What follows belongs to an exercise in optimizing a design on an open flow for small area, a short achievable clock period and few clock cycles; a production flow would make more cautious choices.
No run shown here included a check of the RTL's function; only the layout flow was run.

==> flow/design.v <==
module ce_errx (
    input  wire         clk,
    input  wire         rst,
    input  wire         start,
    output reg          done,
    input  wire         voa,
    input  wire [31:0]  y,
    input  wire [2:0]   seq,
    input  wire [7:0]   dseq,
    input  wire [2:0]   dlag,
    input  wire [2:0]   dsh,
    input  wire         ext,
    input  wire [31:0]  yavg_in,
    input  wire [31:0]  m_in,
    input  wire [31:0]  refv,
    input  wire         ref_ok,
    input  wire [15:0]  kref,
    input  wire [31:0]  yfloor,
    input  wire [31:0]  target,
    output reg  [15:0]  e,
    output reg  [31:0]  yavg_out,
    output reg  [31:0]  m_out,
    output reg          wd
);
    localparam [1:0] S_IDLE = 2'd0,
                     S_MUL  = 2'd1,
                     S_LOAD = 2'd2,
                     S_DIV  = 2'd3;
    reg  [1:0]  state;
    reg  [2:0]  cnt;
    reg  [47:0] acc;       
    reg  [39:0] den;       
    reg         lsb;       
    reg         neg;       
    reg         sdo;       
    reg         mdone;     
    wire        smode = (state == S_IDLE) | sdo;
    function [79:0] csa(input [39:0] a, input [39:0] b, input [39:0] c);
        csa = {(a & b) | (a & c) | (b & c), a ^ b ^ c};
    endfunction
    wire        bw   = y[5:0] < yavg_in[5:0];
    wire [31:0] ya0  = yavg_in;
    wire [31:0] ya1  = {6'd0, y[31:6]};
    wire [31:0] ya2  = ~{6'd0, yavg_in[31:6]};
    wire [31:0] yas  = ya0 ^ ya1 ^ ya2;
    wire [31:0] yac  = (ya0 & ya1) | (ya0 & ya2) | (ya1 & ya2);
    wire [31:0] yavg_nx = yas + {yac[30:0], 1'b0} + {31'd0, ~bw};
    always @(posedge clk) begin
        yavg_out <= voa ? yavg_in : yavg_nx;
        wd       <= ~voa & dseq[seq];
    end
    wire [2:0]  lag_idx = seq - dlag;
    wire        wl = dseq[lag_idx];
    wire [39:0] y40  = {8'd0, y};
    wire [39:0] Y40  = {8'd0, yavg_out};
    wire [39:0] m40  = {{8{m_in[31]}}, m_in};
    wire [39:0] mm40 = m40 << dsh;
    wire [39:0] o1 = (wl & ~voa) ? y40 : ~y40;
    wire [39:0] o2 = voa ? {8'd0, target} : (wl ? ~Y40 : Y40);
    wire [39:0] o3 = voa ? 40'd0 : ~m40;
    wire [39:0] o4 = voa ? 40'd0 : mm40;
    wire [79:0] c1 = csa(o1, o2, o3);
    wire [79:0] c2 = csa(c1[39:0], {c1[78:40], ~voa}, o4);
    wire [39:0] s_x = c2[39:0];
    wire [39:0] s_y = {c2[78:40], 1'b0};
    wire [2:0] kd [0:5];
    assign kd[0] = kref[2:0];
    assign kd[1] = kref[5:3];
    assign kd[2] = kref[8:6];
    assign kd[3] = kref[11:9];
    assign kd[4] = kref[14:12];
    assign kd[5] = {2'b00, kref[15]};
    reg [2:0] klead;
    integer k;
    always @* begin
        klead = 3'd0;
        for (k = 1; k < 6; k = k + 1)
            if (kd[k] != 3'd0) klead = k[2:0];
    end
    wire        mfirst = (state == S_IDLE);
    wire [2:0]  dig    = (mfirst ? (ref_ok ? kd[klead] : 3'd0) : kd[cnt]);
    wire [47:0] pp0    = dig[0] ? {16'd0, refv} : 48'd0;
    wire [47:0] pp1    = dig[1] ? {15'd0, refv, 1'b0} : 48'd0;
    wire [47:0] pp2    = dig[2] ? {14'd0, refv, 2'b0} : 48'd0;
    wire [47:0] pa     = mfirst ? 48'd0 : {acc[44:0], 3'b0};
    wire [47:0] ms1    = pp0 ^ pp1 ^ pp2;
    wire [47:0] mc1    = ((pp0 & pp1) | (pp0 & pp2) | (pp1 & pp2)) << 1;
    wire [47:0] ms2    = ms1 ^ mc1 ^ pa;
    wire [47:0] mc2    = ((ms1 & mc1) | (ms1 & pa) | (mc1 & pa)) << 1;
    wire [47:0] mul_nx = ms2 + mc2;
    wire [39:0] r_max = (acc[47:8] > {8'd0, yfloor}) ? acc[47:8] : {8'd0, yfloor};
    wire [39:0] r_div = {r_max[39:1], r_max[0] | (r_max == 40'd0)};
    wire signed [39:0] m_sh  = $signed(den) >>> dsh;
    wire        m_hi  = ~m_sh[39] & (m_sh[38:31] != 8'h00);
    wire        m_lo  =  m_sh[39] & (m_sh[38:31] != 8'hff);
    wire [31:0] m_val = m_hi ? 32'h7fffffff : m_lo ? 32'h80000000 : m_sh[31:0];
    wire [32:0] n_sel = voa ? den[32:0] : {m_val[31], m_val};
    wire [31:0] n_mag = n_sel[32] ? -n_sel[31:0] : n_sel[31:0];
    wire        first = (cnt == 3'd0);
    wire [40:0] i1 = {acc[39:0], first & lsb};
    wire [41:0] t1 = {1'b0, i1} + ~{2'b00, den} + 42'd1;
    wire        q1 = ~t1[41];
    wire [39:0] a1 = q1 ? t1[39:0] : i1[39:0];
    wire [40:0] i2 = {a1, 1'b0};
    wire [41:0] t2 = {1'b0, i2} - {2'b00, den};
    wire        q2 = ~t2[41];
    wire [39:0] a2 = q2 ? t2[39:0] : i2[39:0];
    wire [40:0] i3 = {a2, 1'b0};
    wire [41:0] x3 = smode ? {2'b00, s_x} : {1'b0, i3};
    wire [41:0] y3 = smode ? {2'b00, s_y} : ~{2'b00, den};
    wire [41:0] t3 = x3 + y3 + 42'd1;
    wire        q3 = ~t3[41];
    wire [39:0] a3 = q3 ? t3[39:0] : i3[39:0];
    wire        last = (cnt == 3'd5);
    wire [15:0] qv   = first ? (neg ? 16'h8000 : 16'h7fff) : {1'b0, e[13:0], q1};
    wire        posq = voa ? ~neg : (ext ^ neg);
    wire signed [17:0] tg  = voa ? 18'sd0 : (ext ? -$signed(target[15:0]) : $signed(target[15:0]));
    wire signed [17:0] qs  = posq ? $signed({2'b00, qv}) : -$signed({2'b00, qv});
    wire signed [17:0] es  = qs + tg;
    wire [15:0] e_fin = (es > 18'sd32767) ? 16'h7fff : (es < -18'sd32768) ? 16'h8000 : es[15:0];
    wire        fin   = (first & q1) | last;
    always @(posedge clk) begin
        if (rst) begin
            state <= S_IDLE;
            done  <= 1'b0;
        end else begin
            done <= 1'b0;
            case (state)
                S_IDLE: if (start) begin
                    den   <= t3[39:0];
                    acc   <= voa ? {8'd0, target, 8'd0} : mul_nx;
                    cnt   <= klead - 3'd1;
                    sdo   <= ~voa;
                    mdone <= ~(ref_ok && klead != 3'd0);
                    state <= voa ? S_LOAD : S_MUL;
                end
                S_MUL: begin
                    sdo <= 1'b0;
                    if (sdo) den <= t3[39:0];
                    if (!mdone) begin
                        acc <= mul_nx;
                        cnt <= cnt - 3'd1;
                        if (cnt == 3'd0) mdone <= 1'b1;
                    end
                    if (mdone || cnt == 3'd0) state <= S_LOAD;
                end
                S_LOAD: begin
                    m_out <= voa ? m_in : m_val;
                    den   <= r_div;
                    acc   <= {17'd0, n_mag[31:1]};
                    lsb   <= n_mag[0];
                    neg   <= n_sel[32];
                    cnt   <= 3'd0;
                    state <= S_DIV;
                end
                S_DIV: begin
                    acc <= {8'd0, a3};
                    cnt <= cnt + 3'd1;
                    if (fin) begin
                        e     <= e_fin;
                        done  <= 1'b1;
                        state <= S_IDLE;
                    end else begin
                        e     <= {e[12:0], q1, q2, q3};
                    end
                end
            endcase
        end
    end
endmodule
==> flow/run.sh <==
#!/bin/bash
# synth_recipe.tcl (not shown) runs the flow's synth.tcl, then flattens the netlist and writes it again
# the make line also repeats each setting of config.mk as NAME=value (left out here)
make -C /OpenROAD-flow-scripts/flow DESIGN_CONFIG=/design/flow/config.mk WORK_HOME=/design/flow/orfs CLKGATE_MAP_FILE= SYNTH_SCRIPT=/design/flow/synth_recipe.tcl finish
==> flow/config.mk <==
export PLATFORM = sky130hd
export DESIGN_NAME = ce_errx
export DESIGN_NICKNAME = ce_errx
export VERILOG_FILES = /design/flow/design.v
export SDC_FILE = /design/flow/constraint.sdc
export NUM_CORES = 4
export LEC_CHECK = 0
export CAP_MARGIN = 20
export CORE_MARGIN = 2
export CORE_UTILIZATION = 40
export PLACE_DENSITY = 0.6
export SLEW_MARGIN = 20
==> flow/constraint.sdc <==
create_clock -name core_clock -period 17.0 [get_ports {clk}]
set_input_delay 3.4000 -clock core_clock [delete_from_list [all_inputs] [get_ports {clk}]]
set_output_delay 3.4000 -clock core_clock [all_outputs]
set_load 0.01 [all_outputs]
==> impl_metrics.ini, run 1 <==
[synthesis]
syn_area_per_cell_sq_um = 7.807
synth_edf_count = 143
synth-async-reset-ratio_pct = 0
synth_top_area_share_pct = 12.84
synth_area_leader_cell = edfxtp_1
synth-seq-cells = 179
ys.flop_type = edfxtp_1
syn-num-nets = 4937
yosys_warnings = 1
synth_cell_types = 88
syn_area_sq_um = 33450
syn_inst = 4285
synth.area.top_cells = edfxtp_1 (13%), fa_1 (9.8%), ha_1 (9.6%)
yosysSeqAreaShare_pct = 14.99
synth.most_common_cell = nand2_1
synthTopCellsByCount = nand2_1 (452), inv_1 (446), a21oi_1 (332)

[grt]
grt_overflow_total = 0
grtUsageTotal_pct = 32.98
grt_max_degree = 114
grt_pass1_vias = 31600
antenna_found_initial = 7
grt_pass1_wl_um = 210700

[drt]
highest-signal-layer = met5
routed_wl_um = 145200
wl_met1_um = 59910
routed_via_density = 6.100
post-route-drc-count = 0
wl_per_cell_um = 26.11
met2_wirelength_um = 63150
vias = 33920
route.met3.wl_um = 16050
dr.pass1.iters = 7
ant_nets = 0
drt_iter0_drc = 4185

[timing]
timing.hold.ws_ns = 0.5557
fin_skew_ns = 0.02344
max_slew.worst_pin.slew_ns = 1.069
rsz0062_at_grt = false
slew_violations = 0
finalHoldViolCount = 0
setup_violations = 0
tns_ns = 0
relSlewSlack_pct = 26.86
period_minus_slack_ns = 11.85
finalCritPeriodShare_pct = 69.69
fmax_ghz = 0.08441

[clock_tree]
clock_latency_ns = 0.48
max-clock-path-buffers = 2
post_cts_buffers = 0
root_buffer = clkbuf_16
cts_tree = yes
clkSinkCount = 179
cts-buffers-inserted = 17
h-tree-depth = 4
cts_resized = 0
clk_pin_slew_worst_paths_ns = 0.08
cts-hold-fix-buffers = 0

[critical_path]
crit_required_ns = 17.23
slowest_delay_ns = 0.77
cp_max_fo = 45
slowest_stage = o211a_1
critPathKind = flip-flop to flip-flop
critPathBufInv = 6
critical_path_arrival_ns = 12.08
cp_top_family = compound AO/OA/AOI/OAI gates
start_kind = flip-flop
timing.rr.start = cnt[0]$_DFFE_PP_
end_kind = flip-flop
path_common_cell = buf_4
startpoint = cnt[0]$_DFFE_PP_

[flow_run]
maxCapViolations = 0

[die]
die_h_um = 293.2
initial_core_util_pct = 40.16
die_area_sq_um = 85960
coreArea_sq_um = 83290
row_count = 106
die_width_um = 293.2
io_pins = 313

[worst_hold_path]
hp-class = flip-flop to flip-flop
min_from = state[0]$_SDFFE_PP0P_

[cells_and_area]
drive_gt1_share_pct = 5.366
syn_to_final_growth_pct = 14.40
fin_nets = 5112

[placed_design]
io_buffers = 312
place_hpwl_um = 119200
place_congestion = 1.026

[status]
status = complete, no violations
==> area by class of cell <==
| type | count | area [sq um] |
|---|---|---|
| inverter | 451 | 1693 |
| timing repair buffer | 362 | 3506 |
| fill | 8465 | 45020 |
| clock inverter | 15 | 186.4 |
| clock buffer | 17 | 425.4 |
| sequential | 179 | 5015 |
| antenna | 8 | 20.02 |
| tap | 1080 | 1351 |
| multi-input combinational | 3449 | 26080 |
==> per-layer routing <==
metal / GRT usage [%] / vias to the layer above
met3: 6.899 / 241
li1: - / 15540
met1: 45.00 / 16250
met2: 51.22 / 1894
met4: 12.41 / 4
met5: 0 / -
==> worst reg2reg max path: cells and delay by family, from the launching register on <==
family                   cells  cell delay (ns)
AO/OA/AOI/OAI               14             3.85
buffers and inverters        6             1.74
flip-flops                   1             0.44
multiplexers                 4             1.22
adder cells (fa/ha/maj)      5             1.69
XOR/XNOR                     1             0.09
AND/OR/NAND/NOR             13             2.57
==> state kept, by name (all words and copies together) (netlist names) <==
signal    count
state         2
den          40
wd            1
sdo           1
neg           1
mdone         1
acc          48
lsb           1
e            16
m_out        32
yavg_out     32
done          1
cnt           3
==> final timing paths <==
check                                        endpoint  slack [ns]  cells past startpoint
worst max-delay path                 acc[1]$_DFFE_PP_        5.15                     43
worst min-delay path            state[0]$_SDFFE_PP0P_        0.56                      2
worst max register to register       acc[1]$_DFFE_PP_        5.15                     43
worst min register to register  state[0]$_SDFFE_PP0P_        0.56                      2
==> stage by stage <==
step | cell area [sq um] | setup slack [ns] | utilization (%) | cells
global placement | 37620 | 4.864 | 45.17 | 5520
finish | 38270 | 5.153 | 45.95 | 5561
detailed placement | 37640 | 5.238 | 45.19 | 5521
global route | 38250 | 4.446 | 45.93 | 5553
floorplan | 33450 | 6.554 | - | 4285
CTS | 38250 | 5.366 | 45.93 | 5553
==> cell families (layout without fill, tap and decap cells) <==
kind of cell | after synthesis | after routing | share of synthesized area, %
compound gates | 1225 | 1225 | 23.38
buf+inv | 657 | 845 | 7.462
flops | 179 | 179 | 14.99
simple gates | 1262 | 1262 | 17.57
mux | 260 | 260 | 9.837
xor+xnor | 281 | 281 | 7.357
fa+ha+maj | 421 | 421 | 19.40
other cells | 0 | 8 | 0
==> placed cells by master, fill, tap and decap left out, types with 51 or more instances in the layout <==
master and n:
a21o_1 128, a21oi_1 332, and2_1 112, buf_4 51
clkdlybuf4s50_1 308, edfxtp_1 143, fa_1 163, ha_1 256
inv_1 446, mux2i_1 159, nand2_1 452, nand3_1 58
nor2_1 307, nor3_1 84, o21ai_0 307, xnor2_1 153
xor2_1 128
==> run 2: changes to the inputs <==
--- a/flow/design.v
+++ b/flow/design.v
@@ -34,20 +34,16 @@
     reg         neg;       
     reg         sdo;       
     reg         mdone;     
-    wire        smode = (state == S_IDLE) | sdo;
+    wire        sc    = (state == S_MUL) & sdo;    
+    wire        smode = (state == S_IDLE) | sc;
     function [79:0] csa(input [39:0] a, input [39:0] b, input [39:0] c);
         csa = {(a & b) | (a & c) | (b & c), a ^ b ^ c};
     endfunction
     wire        bw   = y[5:0] < yavg_in[5:0];
-    wire [31:0] ya0  = yavg_in;
-    wire [31:0] ya1  = {6'd0, y[31:6]};
-    wire [31:0] ya2  = ~{6'd0, yavg_in[31:6]};
-    wire [31:0] yas  = ya0 ^ ya1 ^ ya2;
-    wire [31:0] yac  = (ya0 & ya1) | (ya0 & ya2) | (ya1 & ya2);
-    wire [31:0] yavg_nx = yas + {yac[30:0], 1'b0} + {31'd0, ~bw};
     always @(posedge clk) begin
-        yavg_out <= voa ? yavg_in : yavg_nx;
-        wd       <= ~voa & dseq[seq];
+        if (state == S_IDLE)
+            yavg_out <= voa ? yavg_in : t3[31:0];
+        wd <= ~voa & dseq[seq];
     end
     wire [2:0]  lag_idx = seq - dlag;
     wire        wl = dseq[lag_idx];
@@ -55,12 +51,15 @@
     wire [39:0] Y40  = {8'd0, yavg_out};
     wire [39:0] m40  = {{8{m_in[31]}}, m_in};
     wire [39:0] mm40 = m40 << dsh;
-    wire [39:0] o1 = (wl & ~voa) ? y40 : ~y40;
-    wire [39:0] o2 = voa ? {8'd0, target} : (wl ? ~Y40 : Y40);
-    wire [39:0] o3 = voa ? 40'd0 : ~m40;
-    wire [39:0] o4 = voa ? 40'd0 : mm40;
+    wire        yc = (state == S_IDLE) & ~voa;
+    wire [39:0] yh40 = {14'd0, y[31:6]};
+    wire [39:0] ah40 = {14'd0, yavg_in[31:6]};
+    wire [39:0] o1 = yc ? {8'd0, yavg_in} : (wl & sc) ? y40 : ~y40;
+    wire [39:0] o2 = voa ? {8'd0, target} : yc ? yh40 : (wl ? ~Y40 : Y40);
+    wire [39:0] o3 = voa ? 40'd0 : yc ? ~ah40 : ~m40;
+    wire [39:0] o4 = voa ? 40'd0 : yc ? {40{bw}} : mm40;
     wire [79:0] c1 = csa(o1, o2, o3);
-    wire [79:0] c2 = csa(c1[39:0], {c1[78:40], ~voa}, o4);
+    wire [79:0] c2 = csa(c1[39:0], {c1[78:40], sc}, o4);
     wire [39:0] s_x = c2[39:0];
     wire [39:0] s_y = {c2[78:40], 1'b0};
     wire [2:0] kd [0:5];
@@ -111,6 +110,15 @@
     wire [41:0] t3 = x3 + y3 + 42'd1;
     wire        q3 = ~t3[41];
     wire [39:0] a3 = q3 ? t3[39:0] : i3[39:0];
+    reg  [39:0] hmask;     
+    integer h;
+    always @* begin
+        hmask[39] = 1'b1;
+        for (h = 38; h >= 0; h = h - 1)
+            hmask[h] = hmask[h + 1] & ~den[h + 1];
+    end
+    wire [45:0] i1s  = {i1, 5'd0};
+    wire        skip = (cnt <= 3'd3) && (i1s[45:40] == 6'd0) && ((i1s[39:0] & hmask) == 40'd0);
     wire        last = (cnt == 3'd5);
     wire [15:0] qv   = first ? (neg ? 16'h8000 : 16'h7fff) : {1'b0, e[13:0], q1};
     wire        posq = voa ? ~neg : (ext ^ neg);
@@ -136,7 +144,7 @@
                 end
                 S_MUL: begin
                     sdo <= 1'b0;
-                    if (sdo) den <= t3[39:0];
+                    if (sc) den <= t3[39:0];
                     if (!mdone) begin
                         acc <= mul_nx;
                         cnt <= cnt - 3'd1;
@@ -154,9 +162,11 @@
                     state <= S_DIV;
                 end
                 S_DIV: begin
-                    acc <= {8'd0, a3};
-                    cnt <= cnt + 3'd1;
-                    if (fin) begin
+                    acc <= {8'd0, skip ? i1s[39:0] : a3};
+                    cnt <= cnt + (skip ? 3'd2 : 3'd1);
+                    if (skip) begin
+                        e <= {e[9:0], 6'd0};
+                    end else if (fin) begin
                         e     <= e_fin;
                         done  <= 1'b1;
                         state <= S_IDLE;
==> run 2 against run 1 <==
Still clean on timing, DRC and antenna; register-to-register slack got worse by 0.78 ns; maximum frequency decreased by 6.2%; worst setup slack got worse by 0.78 ns; critical endpoint is now acc[6]$_DFFE_PP_; highest routed layer unchanged.
==> impl_metrics.ini, run 2 <==
[clock_tree]
cts-hold-fix-buffers = 0
root_buffer = clkbuf_16
max-clock-path-buffers = 2
clkSinkCount = 179
clock_latency_ns = 0.53
clk_pin_slew_worst_paths_ns = 0.09
cts_resized = 0
cts-buffers-inserted = 17
post_cts_buffers = 0
cts_tree = yes
h-tree-depth = 4

[cells_and_area]
largest_reg_flops = 48
finalNonFillerCells = 5581
syn_to_final_growth_pct = 14.74
final_cell_mix = nand2_1 (488), o21ai_0 (388), a21oi_1 (377)
drive_gt1_share_pct = 6.584
layout_commonest_cell = nand2_1
reg_top3 = acc x48, den x40
fin_nets = 5082
largest_register = acc

[worst_hold_path]
hp-class = flip-flop to flip-flop
min_from = state[0]$_SDFFE_PP0P_
hold_end = state[0]$_SDFFE_PP0P_
hold_depth = 2

[critical_path]
rrSetupSlack_ns = 4.37
start_kind = flip-flop
critPathKind = flip-flop to flip-flop
end_kind = flip-flop
critical_path_arrival_ns = 12.92
timing.rr.start = den[32]$_DFFE_PP_
cp_max_fo = 31
rr_endpoint = acc[6]$_DFFE_PP_
slowest_delay_ns = 0.84
path_common_cell = a21oi_1
reg2reg_depth = 39
crit_required_ns = 17.29
slowest_stage = inv_2

[synthesis]
yosysSeqAreaShare_pct = 15.99
synth_edf_count = 175
synth_cell_types = 96
synth_top_area_share_pct = 15.75
synth.area.top_cells = edfxtp_1 (16%), ha_1 (8.6%), fa_1 (8.4%)
syn_area_per_cell_sq_um = 7.733
synth-async-reset-ratio_pct = 0
synth-seq-cells = 179
synthTopCellsByCount = nand2_1 (489), o21ai_0 (388), a21oi_1 (379)
ys.flop_type = edfxtp_1
syn_area_sq_um = 33360
yosys_warnings = 1
syn_inst = 4314
syn-num-nets = 4913
synth_area_leader_cell = edfxtp_1
synth.most_common_cell = nand2_1

[placed_design]
place_hpwl_um = 133100
io_buffers = 312
place_congestion = 1.038
placed_cells = 5533

[die]
die_area_sq_um = 85730
die_h_um = 292.8
die_width_um = 292.8
initial_core_util_pct = 40.50
coreArea_sq_um = 82370
row_count = 105
io_pins = 313

[drt]
dr.pass1.iters = 7
ant_nets = 0
vias = 36140
routed_via_density = 6.476
wl_per_cell_um = 29.54
routed_wl_um = 164900
drt_iter0_drc = 5035
post-route-drc-count = 0

[status]
status = complete, no violations

[timing]
finalCritPeriodShare_pct = 74.30
max_slew.worst_pin.slew_ns = 1.292
tns_ns = 0
setup_violations = 0
fmax_ghz = 0.07918
period_minus_slack_ns = 12.63
slew_violations = 0
relSlewSlack_pct = 13.27
rsz0062_at_grt = false
finalHoldViolCount = 0
fin_skew_ns = 0.01763

[grt]
antenna_found_initial = 15
grt_pass1_vias = 33250
grtUsageTotal_pct = 37.59
grt_max_degree = 91
grt_pass1_wl_um = 234000
grt_overflow_total = 0

[flow_run]
maxCapViolations = 0
-- run 2: layout make-up --
| cell class | count | area (sq um) |
|---|---|---|
| antenna | 15 | 37.54 |
| clock inverter | 15 | 201.4 |
| sequential | 179 | 5335 |
| clock buffer | 17 | 425.4 |
| tap | 1070 | 1339 |
| timing repair buffer | 404 | 3825 |
| inverter | 298 | 1121 |
| multi-input combinational | 3583 | 25990 |
| fill | 8251 | 44090 |
-- run 2: cells by family (layout without fill, tap and decap cells) --
kind of cell	Yosys count	in the layout	synth area share (%)
AO/OA/AOI/OAI	1384	1384	26.24
AND/OR/NAND/NOR	1313	1313	18.34
buffers and inverters	552	734	6.485
adder cells (fa/ha/maj)	368	368	16.95
multiplexers	262	262	9.271
XOR/XNOR	256	256	6.721
flip-flops	179	179	15.99
other	0	15	0
-- run 2: worst max path at each step --
stage	from	endpoint	slack (ns)	cells after the start
finish	den[32]$_DFFE_PP_	acc[6]$_DFFE_PP_	4.37	39
global route	cnt[0]$_DFFE_PP_	acc[6]$_DFFE_PP_	3.68	43
CTS	seq[0]	acc[6]$_DFFE_PP_	4.66	30
detailed placement	seq[0]	acc[11]$_DFFE_PP_	4.13	30
global placement	seq[0]	acc[6]$_DFFE_PP_	4.23	30
floorplan	start	acc[0]$_DFFE_PP_	4.81	2
-- run 2: worst max-delay path, delay by kind of cell, from the launching register on --
| family | cells | cell delay (ns) |
|---|---|---|
| mux | 2 | 0.93 |
| buf+inv | 5 | 2.01 |
| fa+ha+maj | 3 | 1.13 |
| compound gates | 20 | 5.40 |
| flops | 1 | 0.75 |
| simple gates | 9 | 2.10 |
-- run 2: routing by layer --
| metal | vias up | track usage [%] | wire length [um] |
|---|---|---|---|
| met5 | - | 0 | 52 |
| li1 | 15930 | - | - |
| met2 | 2393 | 55.95 | 69560 |
| met3 | 514 | 8.438 | 18540 |
| met4 | 8 | 26.20 | 13360 |
| met1 | 17300 | 48.24 | 63370 |
-- run 2: metrics by stage --
step	hold WS [ns]	cell area, sq um	setup slack (ns)	util, %
finish	0.5724	38280	4.370	46.47
global route	0.5900	38250	3.679	46.43
CTS	0.5719	38210	4.655	46.38
detailed placement	0.5612	37580	4.132	45.62
global placement	0.5516	37580	4.230	45.62
floorplan	0.5186	33360	4.806	-

static timing again, ports no longer ideal:
The flow's constraints put no driver on any port. The routed layouts listed below were extracted and timed again, unchanged, in two steps. Step 1 (the two cells are an assumption about what drives the block):
set clk [get_ports {clk}]
set_driving_cell -lib_cell sky130_fd_sc_hd__clkbuf_16 $clk
set_driving_cell -lib_cell sky130_fd_sc_hd__buf_2 [delete_from_list [all_inputs] $clk]
Step 2 moves the port delays by t, midway between the first and last clock arrival at a register: inputs arrive t later, outputs are due t later. That takes back most of the time a late clock gives input paths. Slacks: ideal ports / drivers / drivers and shift; pairs: ideal ports / drivers.
run	t (ns)	slack for setup (ns)	worst setup path after step 2	worst register clock-pin slew, ns	worst slew at a driven data input, ns
run 1	0.541	5.153 / 5.153 / 5.080	input to register	0.10 / 0.10	0.16
run 2	0.597	4.370 / 4.370 / 3.880	input to register	0.09 / 0.09	0.10
After both steps every run listed still meets setup and hold. For run 2, which loses most, drivers alone change the setup slack by 0.000 ns; drivers and shift together by -0.490 ns.
